This is an optimization exercise on Yosys and OpenROAD, whose aim is small area, not a production implementation.
Function was checked by simulation only, so behaviour that the tests miss may differ from the original.
Power is estimated from default activity; no workload was simulated.

**run.sh**
```bash
#!/bin/bash
# synth_recipe.tcl (not shown) runs the flow's synth.tcl, then flattens the netlist and writes it again
# the make line also repeats each setting of config.mk as NAME=value (left out here)
make -C /OpenROAD-flow-scripts/flow DESIGN_CONFIG=/design/flow/config.mk WORK_HOME=/design/flow/orfs CLKGATE_MAP_FILE= SYNTH_SCRIPT=/design/flow/synth_recipe.tcl finish
```
**config.mk**
```make
export PLATFORM = sky130hd
export DESIGN_NAME = mod_decim
export DESIGN_NICKNAME = mod_decim
export VERILOG_FILES = /design/flow/design.v
export SDC_FILE = /design/flow/constraint.sdc
export NUM_CORES = 8
export LEC_CHECK = 0
export CAP_MARGIN = 20
export CORE_MARGIN = 2
export CORE_UTILIZATION = 25
export PLACE_DENSITY = 0.45
export SLEW_MARGIN = 20
```
**constraint.sdc**
```tcl
create_clock -name core_clock -period 24.0 [get_ports {clk}]
set_input_delay 4.8000 -clock core_clock [delete_from_list [all_inputs] [get_ports {clk}]]
set_output_delay 4.8000 -clock core_clock [all_outputs]
set_load 0.01 [all_outputs]
```
**design.v**
```verilog
module mod_decim (
    input  wire        clk,
    input  wire        rst_n,         
    input  wire        en,            
    input  wire [2:0]  cfg_k,         
    input  wire [8:0]  cfg_d,         
    input  wire        cfg_fir,       
    input  wire [15:0] trim_gain,     
    input  wire [15:0] trim_offset,   
    input  wire        tap_we,        
    input  wire [3:0]  tap_addr,
    input  wire [15:0] tap_wdata,     
    input  wire        code_valid,
    input  wire [3:0]  code,
    output reg         smp_valid,
    output reg  [23:0] smp_value,
    output reg  [1:0]  smp_qual,
    output reg  [15:0] smp_seq
);
    localparam integer W = 37;    
    reg en_q;
    wire run   = rst_n & en;
    wire start = run & ~en_q;     
    always @(posedge clk) begin
        if (!rst_n) en_q <= 1'b0;
        else        en_q <= en;
    end
    reg signed [15:0] taps [0:15];
    integer ti;
    always @(posedge clk) begin
        if (!rst_n) begin
            for (ti = 0; ti < 16; ti = ti + 1) taps[ti] <= 16'sd0;
        end else if (tap_we && !en) begin
            taps[tap_addr] <= tap_wdata;
        end
    end
    localparam [1:0] PS_IDLE = 2'd0, PS_MUL = 2'd1, PS_DIV = 2'd2;
    reg [1:0]  ps_state;
    reg [1:0]  ps_cnt;
    reg [32:0] ps_e;
    reg [35:0] ps_div;
    reg [36:0] ps_rem;
    reg [60:0] ps_q;
    reg [5:0]  ps_bit;
    reg [5:0]  ps_m;
    reg [25:0] recip;
    reg [5:0]  recip_m;
    reg [32:0] e_m1;
    reg [5:0]  e_len;
    integer    li;
    always @* begin
        e_m1  = ps_e - 33'd1;
        e_len = 6'd0;
        for (li = 0; li < 33; li = li + 1)
            if (e_m1[li]) e_len = li[5:0] + 6'd1;
    end
    wire [36:0] rem_sh  = {ps_rem[35:0], (ps_bit == ps_m + 6'd28)};
    wire        rem_ge  = rem_sh >= {1'b0, ps_div};
    always @(posedge clk) begin
        if (!run) begin
            ps_state <= PS_IDLE;
            ps_cnt   <= 2'd0;
            ps_e     <= 33'd0;
            ps_div   <= 36'd0;
            ps_rem   <= 37'd0;
            ps_q     <= 61'd0;
            ps_bit   <= 6'd0;
            ps_m     <= 6'd0;
            recip    <= 26'd0;
            recip_m  <= 6'd0;
        end else begin
            case (ps_state)
                PS_IDLE: begin
                    if (start) begin
                        ps_e     <= {24'd0, cfg_d};
                        ps_cnt   <= cfg_k[1:0] - 2'd1;
                        ps_state <= PS_MUL;
                    end
                end
                PS_MUL: begin
                    if (ps_cnt != 2'd0) begin
                        ps_e   <= ps_e * {24'd0, cfg_d};
                        ps_cnt <= ps_cnt - 2'd1;
                    end else begin
                        ps_div   <= ps_e * 36'd15;
                        ps_m     <= e_len;
                        ps_rem   <= 37'd0;
                        ps_q     <= 61'd0;
                        ps_bit   <= 6'd60;
                        ps_state <= PS_DIV;
                    end
                end
                PS_DIV: begin
                    if (rem_ge) begin
                        ps_rem <= rem_sh - {1'b0, ps_div};
                        ps_q   <= ps_q | (61'd1 << ps_bit);
                    end else begin
                        ps_rem <= rem_sh;
                    end
                    if (ps_bit == 6'd0) begin
                        recip    <= (rem_ge ? (ps_q[25:0] | 26'd1) : ps_q[25:0]);
                        recip_m  <= ps_m;
                        ps_state <= PS_IDLE;
                    end else begin
                        ps_bit <= ps_bit - 6'd1;
                    end
                end
                default: ps_state <= PS_IDLE;
            endcase
        end
    end
    wire signed [5:0]   x6 = $signed({1'b0, code, 1'b0}) - 6'sd15;    
    wire signed [4:0]   x  = x6[4:0];
    reg  signed [W-1:0] i1, i2, i3, i4;
    wire signed [W-1:0] i1n = i1 + {{(W-5){x[4]}}, x};
    wire signed [W-1:0] i2n = i2 + i1n;
    wire signed [W-1:0] i3n = i3 + i2n;
    wire signed [W-1:0] i4n = i4 + i3n;
    reg [8:0] ccnt;                   
    reg [4:0] bcnt;                   
    wire      bnd = code_valid && (ccnt == cfg_d - 9'd1);
    reg signed [W-1:0] ik_sel;
    always @* begin
        case (cfg_k)
            3'd1:    ik_sel = i1n;
            3'd2:    ik_sel = i2n;
            3'd3:    ik_sel = i3n;
            default: ik_sel = i4n;
        endcase
    end
    reg                s1_v;
    reg                s1_q3;
    reg signed [W-1:0] s1_i;
    wire [4:0] need = {2'b00, cfg_k} + (cfg_fir ? 5'd15 : 5'd0);
    always @(posedge clk) begin
        if (!run) begin
            i1 <= 0; i2 <= 0; i3 <= 0; i4 <= 0;
            ccnt  <= 9'd0;
            bcnt  <= 5'd0;
            s1_v  <= 1'b0;
            s1_q3 <= 1'b0;
            s1_i  <= 0;
        end else begin
            s1_v <= bnd;
            if (code_valid) begin
                i1 <= i1n; i2 <= i2n; i3 <= i3n; i4 <= i4n;
                ccnt <= bnd ? 9'd0 : ccnt + 9'd1;
            end
            if (bnd) begin
                s1_i  <= ik_sel;
                s1_q3 <= ({1'b0, bcnt} + 6'd1) < {1'b0, need};
                if (bcnt != 5'd31) bcnt <= bcnt + 5'd1;
            end
        end
    end
    reg signed [W-1:0] d1, d2, d3, d4;
    wire signed [W-1:0] c1 = s1_i - d1;
    wire signed [W-1:0] c2 = c1 - d2;
    wire signed [W-1:0] c3 = c2 - d3;
    wire signed [W-1:0] c4 = c3 - d4;
    reg signed [W-1:0] ck_sel;
    always @* begin
        case (cfg_k)
            3'd1:    ck_sel = c1;
            3'd2:    ck_sel = c2;
            3'd3:    ck_sel = c3;
            default: ck_sel = c4;
        endcase
    end
    reg                s2_v;
    reg                s2_q3;
    reg signed [W-1:0] s2_a;
    always @(posedge clk) begin
        if (!run) begin
            d1 <= 0; d2 <= 0; d3 <= 0; d4 <= 0;
            s2_v  <= 1'b0;
            s2_q3 <= 1'b0;
            s2_a  <= 0;
        end else begin
            s2_v <= s1_v;
            if (s1_v) begin
                d1 <= s1_i; d2 <= c1; d3 <= c2; d4 <= c3;
                s2_a  <= ck_sel;
                s2_q3 <= s1_q3;
            end
        end
    end
    wire signed [63:0] prod_ar = s2_a * $signed({1'b0, recip});
    wire signed [21:0] gfac    = 22'sd1048576 + {{6{trim_gain[15]}}, trim_gain};
    wire signed [85:0] prod_g  = prod_ar * gfac;
    wire signed [85:0] rnd     = 86'sd1 <<< (recip_m + 6'd24);
    wire signed [85:0] shifted = (prod_g + rnd) >>> (recip_m + 6'd25);
    wire signed [28:0] ypre    = shifted[28:0] - {{13{trim_offset[15]}}, trim_offset};
    wire        ysat_hi = (ypre > 29'sd8388607);
    wire        ysat_lo = (ypre < -29'sd8388608);
    wire [23:0] ysat    = ysat_hi ? 24'h7FFFFF : ysat_lo ? 24'h800000 : ypre[23:0];
    reg         s3_v;
    reg         s3_q3;
    reg         s3_sat;
    reg  [23:0] s3_y;
    always @(posedge clk) begin
        if (!run) begin
            s3_v   <= 1'b0;
            s3_q3  <= 1'b0;
            s3_sat <= 1'b0;
            s3_y   <= 24'd0;
        end else begin
            s3_v <= s2_v;
            if (s2_v) begin
                s3_y   <= ysat;
                s3_sat <= ysat_hi | ysat_lo;
                s3_q3  <= s2_q3;
            end
        end
    end
    reg signed [23:0] yh [0:14];      
    reg signed [44:0] acc;
    integer fi;
    always @* begin
        acc = $signed(taps[0]) * $signed(s3_y);
        for (fi = 1; fi < 16; fi = fi + 1)
            acc = acc + $signed(taps[fi]) * yh[fi-1];
    end
    wire signed [44:0] fsh     = (acc + 45'sd8192) >>> 14;
    wire               fsat_hi = (fsh > 45'sd8388607);
    wire               fsat_lo = (fsh < -45'sd8388608);
    wire        [23:0] fsat    = fsat_hi ? 24'h7FFFFF : fsat_lo ? 24'h800000 : fsh[23:0];
    wire        [23:0] outv  = cfg_fir ? fsat : s3_y;
    wire               osat  = s3_sat | (cfg_fir & (fsat_hi | fsat_lo));
    wire        [1:0]  outq  = s3_q3 ? 2'd3 : (osat ? 2'd1 : 2'd0);
    reg [15:0] scount;
    always @(posedge clk) begin
        if (!run) begin
            for (fi = 0; fi < 15; fi = fi + 1) yh[fi] <= 24'sd0;
            scount    <= 16'd0;
            smp_valid <= 1'b0;
            smp_value <= 24'd0;
            smp_qual  <= 2'd0;
            smp_seq   <= 16'd0;
        end else begin
            smp_valid <= s3_v;
            if (s3_v) begin
                yh[0] <= s3_y;
                for (fi = 1; fi < 15; fi = fi + 1) yh[fi] <= yh[fi-1];
                smp_value <= outv;
                smp_qual  <= outq;
                if (outq != 2'd3) begin
                    scount  <= scount + 16'd1;
                    smp_seq <= scount + 16'd1;
                end else begin
                    smp_seq <= scount;
                end
            end
        end
    end
endmodule
```
==> results.json <==
{
  "critical_path.most_common_cell": "fa_1",
  "cap_viol_max_count": 0,
  "cts_resized": 0,
  "outcome": "timing/DRC/antenna clean",
  "synth_commonest_cells": "inv_1 (10000), fa_1 (9966), nand2_1 (5980)",
  "syn_avg_cell_area_um2": 9.36,
  "setup_viol": 0,
  "drt-initial-drc-count": 17900,
  "fp.dieH_um": 1240,
  "synth.area.top_cells": "fa_1 (53%), inv_1 (9.9%), nand2_1 (5.9%)",
  "crit_type": "flip-flop to flip-flop",
  "area_growth_pct": 8.49,
  "timing.final.max_slew_violations": 0,
  "fin_nets": 51400,
  "vias_per_cell": 4.41,
  "leakagePower_nw": 185,
  "numCtsBuffers": 196,
  "vias": 265000,
  "power.density_mw_per_mm2": 48.4,
  "hold_ws_ns": 0.451,
  "root_buffer": "clkbuf_16",
  "slew-limit-headroom_pct": 15.8,
  "wl_per_cell_um": 22.8,
  "fin_setup_tns_ns": 0,
  "grt_usage_pct": 18.1,
  "synthFlopType": "dfxtp_1",
  "synth_cell_types": 123,
  "antenna_found_initial": 65,
  "setup_ws_ns": 2.06,
  "power.total_mw": 19.9,
  "gr-total-overflow": 0,
  "max_freq_ghz": 0.0456,
  "design_area_mm2": 0.411,
  "async_flop_share_pct": 0,
  "synth_edf_count": 256,
  "rows": 452,
  "grtUsageMet1_pct": 24.8,
  "vdd_drop_max_mv": 0.839,
  "finalWeightedCongestion": 0.937,
  "final_util_pct": 27.2,
  "place_area_mm2": 0.404,
  "io_buffers": 116,
  "slowest_delay_ns": 0.92,
  "rsz0062_at_grt": "no",
  "synth_top_area_share_pct": 52.6,
  "drc_errors": 0,
  "grt_max_degree": 105,
  "syn_inst": 40500,
  "clock_skew_ns": 0.198,
  "top_level_ports": 117,
  "fin_crit_sh_pct": 91.4,
  "hold_violations": 0,
  "grt_first_pass_wirelength_um": 2040000,
  "yosys.area.top_type": "fa_1",
  "path_clk_slew_ns": 0.06,
  "post_cts_buffers": 0,
  "core_area_mm2": 1.51,
  "die_area_mm2": 1.53,
  "top_usage_layer": "met2",
  "arrival_ns": 23.00,
  "worstSetupStartpointType": "flip-flop",
  "htreeDepth": 4,
  "worstPathRequired_ns": 25.06,
  "path_max_fanout": 22,
  "cts_tree": "yes",
  "place_ws_ns": 1.95,
  "syn_area_mm2": 0.379,
  "synth-seq-cells": 1254,
  "hold_path_class": "flip-flop to flip-flop",
  "die_w_um": 1240,
  "dr.pass1.iters": 8,
  "tightest_slew_ns": 1.26,
  "met3_usage_pct": 2.64,
  "end_kind": "flip-flop",
  "cts_hold_buffers": 0,
  "dp_cells": 59600,
  "yosys_warnings": 2,
  "cts_buffer_depth": 5,
  "drive_gt1_share_pct": 3.59,
  "final_cells": 60100,
  "grtUsageMet2_pct": 29.7,
  "synth_most_common_cell": "inv_1",
  "grt_pass1_vias": 288000,
  "insertion_delay_ns": 1.13,
  "synth_seq_area_share_pct": 7.30,
  "clock-sinks": 1254,
  "ant_nets": 0,
  "min_period_ns": 21.94,
  "crit_path_top_delay_cell": "xor2_2",
  "nFillCells": 163000,
  "wirelength_um": 1370000,
  "dpl.hpwl_um": 1130000,
  "start_util_pct": 25.1
}
-- cells in the final DEF, fill, tap and decap left out, types with 78 or more instances in the layout --
cell type / synthesis / final
a211oi_1: 112 / 111
a21o_1: 252 / 252
a21oi_1: 712 / 711
and2_1: 3072 / 3071
and3_1: 81 / 81
buf_4: 3 / 754
clkbuf_16: 0 / 201
clkdlybuf4s50_1: 0 / 78
dfxtp_1: 998 / 976
diode_2: 0 / 120
edfxtp_1: 256 / 256
fa_1: 9966 / 9966
ha_1: 1766 / 1764
inv_1: 10000 / 10000
mux2i_1: 784 / 784
nand2_1: 5980 / 5977
nand2b_1: 382 / 381
nand3_1: 182 / 182
nor2_1: 1336 / 1324
nor2b_1: 165 / 162
nor3_1: 149 / 143
o21a_1: 90 / 90
o21ai_0: 428 / 416
xnor2_1: 476 / 442
xor2_1: 207 / 204
-- registers in the layout, indices dropped and copies added, names as in the netlist, 33 cells and up --
signal,cells
yh,360
taps,256
d1,37
d2,37
d3,37
d4,37
i1,37
i2,37
i3,37
i4,37
s1_i,37
s2_a,37
ps_div,36
ps_rem,36
ps_e,33
-- final timing paths --
| kind | start | end | slack [ns] | depth (start not counted) |
|---|---|---|---|---|
| worst max register to register | recip[3] | s3_y[22] | 2.06 | 72 |
| worst max-delay path | recip[3] | s3_y[22] | 2.06 | 72 |
| worst min-delay path | ps_q[2] | recip[2] | 0.45 | 2 |
| worst min register to register | ps_q[2] | recip[2] | 0.45 | 2 |
-- cell type report --
class	count	area [um^2]	share of cell area, %
multi-input combinational	27300	307000	74.6
inverter	10000	37600	9.14
sequential	1254	27700	6.74
tap	20200	25300	6.15
timing repair buffer	871	6880	1.67
clock buffer	255	5470	1.33
clock inverter	94	1190	0.291
antenna	120	300	0.0730
-- logic make-up (layout without fill, tap and decap cells) --
kind of cell | Yosys count | after routing | synth area share [%]
AO/OA/AOI/OAI | 2352 | 2352 | 4.09
XOR/XNOR | 690 | 690 | 1.62
adder cells (fa/ha/maj) | 11700 | 11700 | 58.5
buffers and inverters | 12000 | 11200 | 11.9
flip-flops | 1254 | 1254 | 7.30
multiplexers | 863 | 863 | 2.39
other | 2 | 172 | 0.00198
AND/OR/NAND/NOR | 11600 | 11600 | 14.2
-- power by group --
part,internal [mW],switching [mW],total [mW],leakage [nW]
clock,1.86,1.35,3.22,3.24
sequential,2.20,0.0707,2.27,10.5
combinational,5.16,9.23,14.4,171
-- worst max-delay path, delay by kind of cell (launching register included) --
family	cells	cell delay, ns
AO/OA/AOI/OAI	26	6.44
XOR/XNOR	3	1.68
adder cells (fa/ha/maj)	17	8.27
buffers and inverters	10	1.11
flip-flops	1	0.86
multiplexers	3	1.28
AND/OR/NAND/NOR	13	2.30
-- routing by layer --
layer	routed length (um)	vias up
li1	-	115000
met3	80500	1261
met2	640000	6871
met5	132	-
met1	604000	141000
met4	46000	18

-- afterwards: timing with drivers on the ports --
Ports are ideal in the flow. The routed layout listed here was re-timed in OpenROAD.
Step 1 sets driving cells, clkbuf_16 on the clock port and buf_2 on the other inputs (assumed; they add their load-dependent delay and slew).
Step 2 times the ports against the registers' clock, not the clock port: input delays grow and output delays shrink by t, the midpoint of the rising clock arrivals with the driver on.
Three values: ideal ports, drivers, drivers and shift; two values: the first two.
shift t [ns]: 1.185
setup WS [ns]: 2.057 / 2.057 / 2.057
hold slack, ns: 0.451 / 0.451 / 0.451
worst register clock-pin slew, ns: 0.08 / 0.08
After both steps setup and hold are still met in this run. For this run, drivers alone change the setup slack by 0.000 ns; drivers and shift together by 0.000 ns.
